What follows belongs to an exercise in optimizing a design on an open flow for small area, a short achievable clock period and few clock cycles; a production flow would make more cautious choices.
Function was checked by simulation only, so behaviour that the tests miss may differ from the original.

==> flow/design.v, too long to show whole: its modules and the start of the top module <==
// module ctl_law_engine: 3265 lines
module ctl_law_engine (
    input  wire        clk,
    input  wire        rst,
    input  wire        start,
    output reg  [7:0]  rd_addr,
    input  wire [39:0] rd_data,
    output reg         wr_en,
    output reg  [7:0]  wr_addr,
    output reg  [39:0] wr_data,
    output reg         done
);
  // ...
==> flow/flow/run.sh <==
#!/bin/bash
set -euo pipefail
export BUFFER_PORTS_ARGS="-buffer_cell sky130_fd_sc_hd__buf_4"
bash standard.sh > layout.log 2>&1
==> flow/standard.sh <==
#!/bin/bash
# synth_recipe.tcl (not shown) runs the flow's synth.tcl, then flattens the netlist and writes it again
# the make line also repeats each setting of config.mk as NAME=value (left out here)
make -C /OpenROAD-flow-scripts/flow DESIGN_CONFIG=/design/flow/config.mk WORK_HOME=/design/flow/orfs CLKGATE_MAP_FILE= SYNTH_SCRIPT=/design/flow/synth_recipe.tcl "${@:-finish}"
==> flow/config.mk <==
export PLATFORM = sky130hd
export DESIGN_NAME = ctl_law_engine
export DESIGN_NICKNAME = ctl_law_engine
export VERILOG_FILES = /design/flow/design.v
export SDC_FILE = /design/flow/constraint.sdc
export NUM_CORES = 4
export LEC_CHECK = 0
export CAP_MARGIN = 20
export CORE_MARGIN = 2
export CORE_UTILIZATION = 40
export SLEW_MARGIN = 20
==> flow/constraint.sdc <==
create_clock -name core_clock -period 20.0 [get_ports {clk}]
set_input_delay 4.0000 -clock core_clock [delete_from_list [all_inputs] [get_ports {clk}]]
set_output_delay 4.0000 -clock core_clock [all_outputs]
set_load 0.01 [all_outputs]
==> results.json, run 1 <==
{
  "status": "complete, no violations",
  "use_met2": 0.424,
  "synthMuxAreaShare": 0.0122,
  "row_count": 173,
  "die-width_microns": 477,
  "pre_cts_ws_ns": 14.60,
  "grt_pass1_vias": 69900,
  "min_path_cells": 0,
  "cts_tree": "built",
  "cts_resized": 0,
  "fin_crit_sh": 0.281,
  "nFillCells": 21200,
  "dpl.hpwl_microns": 236000,
  "syn_avg_cell_area_sq_um": 9.77,
  "postRouteWirelength_microns": 323000,
  "ys_warn_count": 2,
  "rsz0062_at_grt": "false",
  "grtUsageMet1": 0.378,
  "grt_pass1_wl_microns": 477000,
  "ys_types": 107,
  "start_util": 0.403,
  "tap_cells": 2975,
  "synthArstFlopShare": 0,
  "place.gp.congestion": 0.991
}
Testbench counts, summed over its fixed seeds: cycles 123,401.
==> inputs of run 2 (changes only) <==
--- a/flow/config.mk
+++ b/flow/config.mk
@@ -8,4 +8,6 @@
 export CAP_MARGIN = 20
 export CORE_MARGIN = 2
 export CORE_UTILIZATION = 40
+export CTS_CLUSTER_DIAMETER = 80
+export CTS_CLUSTER_SIZE = 24
 export SLEW_MARGIN = 20
==> results.json, run 2 <==
{
  "status": "complete, no violations",
  "slowest_delay_ns": 0.66,
  "nFillCells": 21300,
  "htreeDepth": 3,
  "synth_top_cells_by_count": "dfxtp_1 (1052), fa_1 (834), inv_1 (803)",
  "startpoint_type": "flop",
  "cp-end-kind": "flop",
  "drt_first_pass_iters": 8,
  "crit_buf_inv": 3,
  "synth_enable_flop_cells": 279,
  "hold_buffers": 0,
  "fmax_mhz": 177,
  "grt-ovfl-total": 0,
  "postRouteWirelength_microns": 321000,
  "mostFrequentLayoutCell": "dfxtp_1",
  "ys.flop_type": "dfxtp_1",
  "clk-insertion-delay-late_ns": 0.77,
  "syn_avg_cell_area_sq_um": 9.77,
  "cp.required_ns": 20.54,
  "ys_seq_area_frac": 0.329,
  "max_cap_violations": 0,
  "critPathKind": "flop to flop",
  "initialDrtViolationCount": 7867,
  "row_count": 173,
  "avgRoutedWirePerCell_microns": 27.1,
  "critPathArrivalTime_ns": 6.20,
  "largestRegisters": "rv x560, acc_s x83, acc_c x82",
  "cp_cell_sequence": "inv_1, ha_1, nand4_1, nor4_1, buf_4, nand4_1, o31a_1, and2_1, o32ai_1, nand3_1, mux2_2, buf_4, a22oi_1, a31oi_1",
  "critPathMaxFanout": 42,
  "detail-route-antenna-nets": 0,
  "clock-sinks": 1331,
  "area_growth_syn_to_layout_pct": 6.86,
  "final_max_slew_viol_count": 0,
  "place.gp.congestion": 0.991,
  "top_register": "rv",
  "die_area_sq_um": 228000,
  "fin_skew_ns": 0.0727,
  "synth_most_common_cell": "dfxtp_1",
  "post_cts_buffers": 0,
  "via_per_inst": 5.88,
  "fin_util": 0.431,
  "maxSlewHeadroom": 0.170,
  "fin_tns_setup_ns": 0,
  "synth.largest_area_cell": "dfxtp_1",
  "cts_buffers": 85,
  "tightest_slew_ns": 1.23,
  "antenna_found_initial": 14,
  "final_layout_size_suffix_gt1_frac": 0.0603,
  "finalHoldViolCount": 0,
  "io_buffers": 98,
  "largest_reg_flops": 560,
  "start_util": 0.403,
  "rr_startpoint": "xo[39]$_DFFE_PP_",
  "hold_class": "flop to flop",
  "multi_input_area_sq_um": 54400,
  "crit_family": "simple AND/OR/NAND/NOR gates",
  "dpl.hpwl_microns": 236000,
  "grt_pass1_vias": 69300,
  "grt_start_max_net_pins": 81,
  "route.detailed.drc": 0,
  "holdCritStartpoint": "rv[1][35]$_DFF_P_",
  "synth_top_area_frac": 0.235,
  "cts_tree": "built",
  "ctsRootBufferMaster": "clkbuf_16",
  "route.vias.total": 69600,
  "layout_common_cells": "dfxtp_1 (1038), fa_1 (834), inv_1 (803)",
  "io_pins": 101,
  "ys_ff_latch": 1331,
  "die-width_microns": 477,
  "finalSetupViolations": 0,
  "nets": 10100,
  "fin_crit_sh": 0.283,
  "ys_types": 107,
  "synthArstFlopShare": 0,
  "synth_area_sq_um": 89600,
  "cpMaxStageDelayCell": "nor4_1",
  "fp.dieH_microns": 477,
  "cts_resized": 0,
  "regArea_sq_um": 29500,
  "min_period_ns": 5.66,
  "path_clk_slew_ns": 0.09,
  "ys_warn_count": 2,
  "cts_buffer_depth": 3,
  "grt_usage": 0.277,
  "synthCells": 9164,
  "grt_pass1_wl_microns": 474000,
  "rsz0062_at_grt": "false",
  "core_area_sq_um": 222000,
  "synth.area.top_cells": "dfxtp_1 (24%), fa_1 (19%), edfxtp_1 (9.4%)",
  "crit_start": "xo[39]$_DFFE_PP_"
}
==> run 2: cell counts after synthesis <==
No cell type changed its count.
==> run 2: layer usage <==
metal,up-vias,part of all wire,track usage
li1,30300,-,-
met1,34900,0.42,0.375
met2,3597,0.44,0.420
met3,815,0.092,0.0593
met4,10,0.056,0.131
met5,-,0.00020,0
==> run 2: per-stage QoR <==
step	area [sq um]	worst slack, ns	hold WS [ns]	instances
2_1_floorplan	89600	14.84	0.310	9165
3_3_place_gp	92600	14.67	0.310	11700
3_5_place_dp	92700	14.60	0.312	11700
4_1_cts	95600	14.43	0.329	11800
5_1_grt	95700	14.27	0.332	11800
6_report	95700	14.34	0.320	11800
==> run 2: layout make-up <==
cell class	instances	share of cell area
Antenna cell	5	0.000131
Sequential cell	1331	0.308
Clock inverter	40	0.00658
Inverter	807	0.0317
Multi-Input combinational cell	6289	0.569
Timing Repair Buffer	274	0.0217
Tap cell	2975	0.0389
Clock buffer	112	0.0245
==> run 2: kinds of logic (layout without fill, tap and decap cells) <==
kind of cell	after synthesis	after routing	synth area share
other	1	7	0.0000419
muxes	86	86	0.0122
adders and majority gates	1264	1264	0.247
AOI/OAI and AO/OA	2252	2252	0.160
and+or+nand+nor	1656	1656	0.0868
buffers and inverters	1545	1233	0.0656
DFF	1331	1331	0.329
xor gates and xnor gates	1029	1029	0.101
==> run 2: worst paths after layout <==
path                         endpoint  slack, ns  depth (start not counted)
hold / removal      rv[0][35]$_DFF_P_       0.32                          0
setup / recovery  wr_data[10]$_DFF_P_      14.34                         14
hold reg to reg     rv[0][35]$_DFF_P_       0.32                          0
setup reg to reg  wr_data[10]$_DFF_P_      14.34                         14
==> run 2: worst reg2reg max path, cell delays in order (launching register included) <==
cell and delay (ns):
edfxtp_1 0.58, inv_1 0.13, ha_1 0.46, nand4_1 0.21
nor4_1 0.66, buf_4 0.27, nand4_1 0.19, o31a_1 0.43
and2_1 0.19, o32ai_1 0.16, nand3_1 0.48, mux2_2 0.39
buf_4 0.48, a22oi_1 0.24, a31oi_1 0.56

[static timing again, ports no longer ideal]
No port has a modelled driver above. Below, the same layouts with a new extraction and two added sets of constraints.
Step 1, drivers: a clkbuf_16 drives clk and a buf_2 each remaining input, both assumed.
Step 2 moves the port delays by t, midway between the first and last clock arrival at a register: inputs arrive t later, outputs are due t later. That takes back most of the time a late clock gives input paths.
Slacks: ideal ports / drivers / drivers and shift; pairs: ideal ports / drivers.
run	shift t [ns]	slack for setup (ns)	worst setup path at the end	worst slew at a driven data input, ns	pins driven straight from the clock port
run 1	0.887	14.385 / 14.289 / 14.427	register to register	0.13	1
run 2	0.824	14.341 / 14.336 / 14.341	register to register	0.12	1
After both steps setup and hold are still met in every run listed.
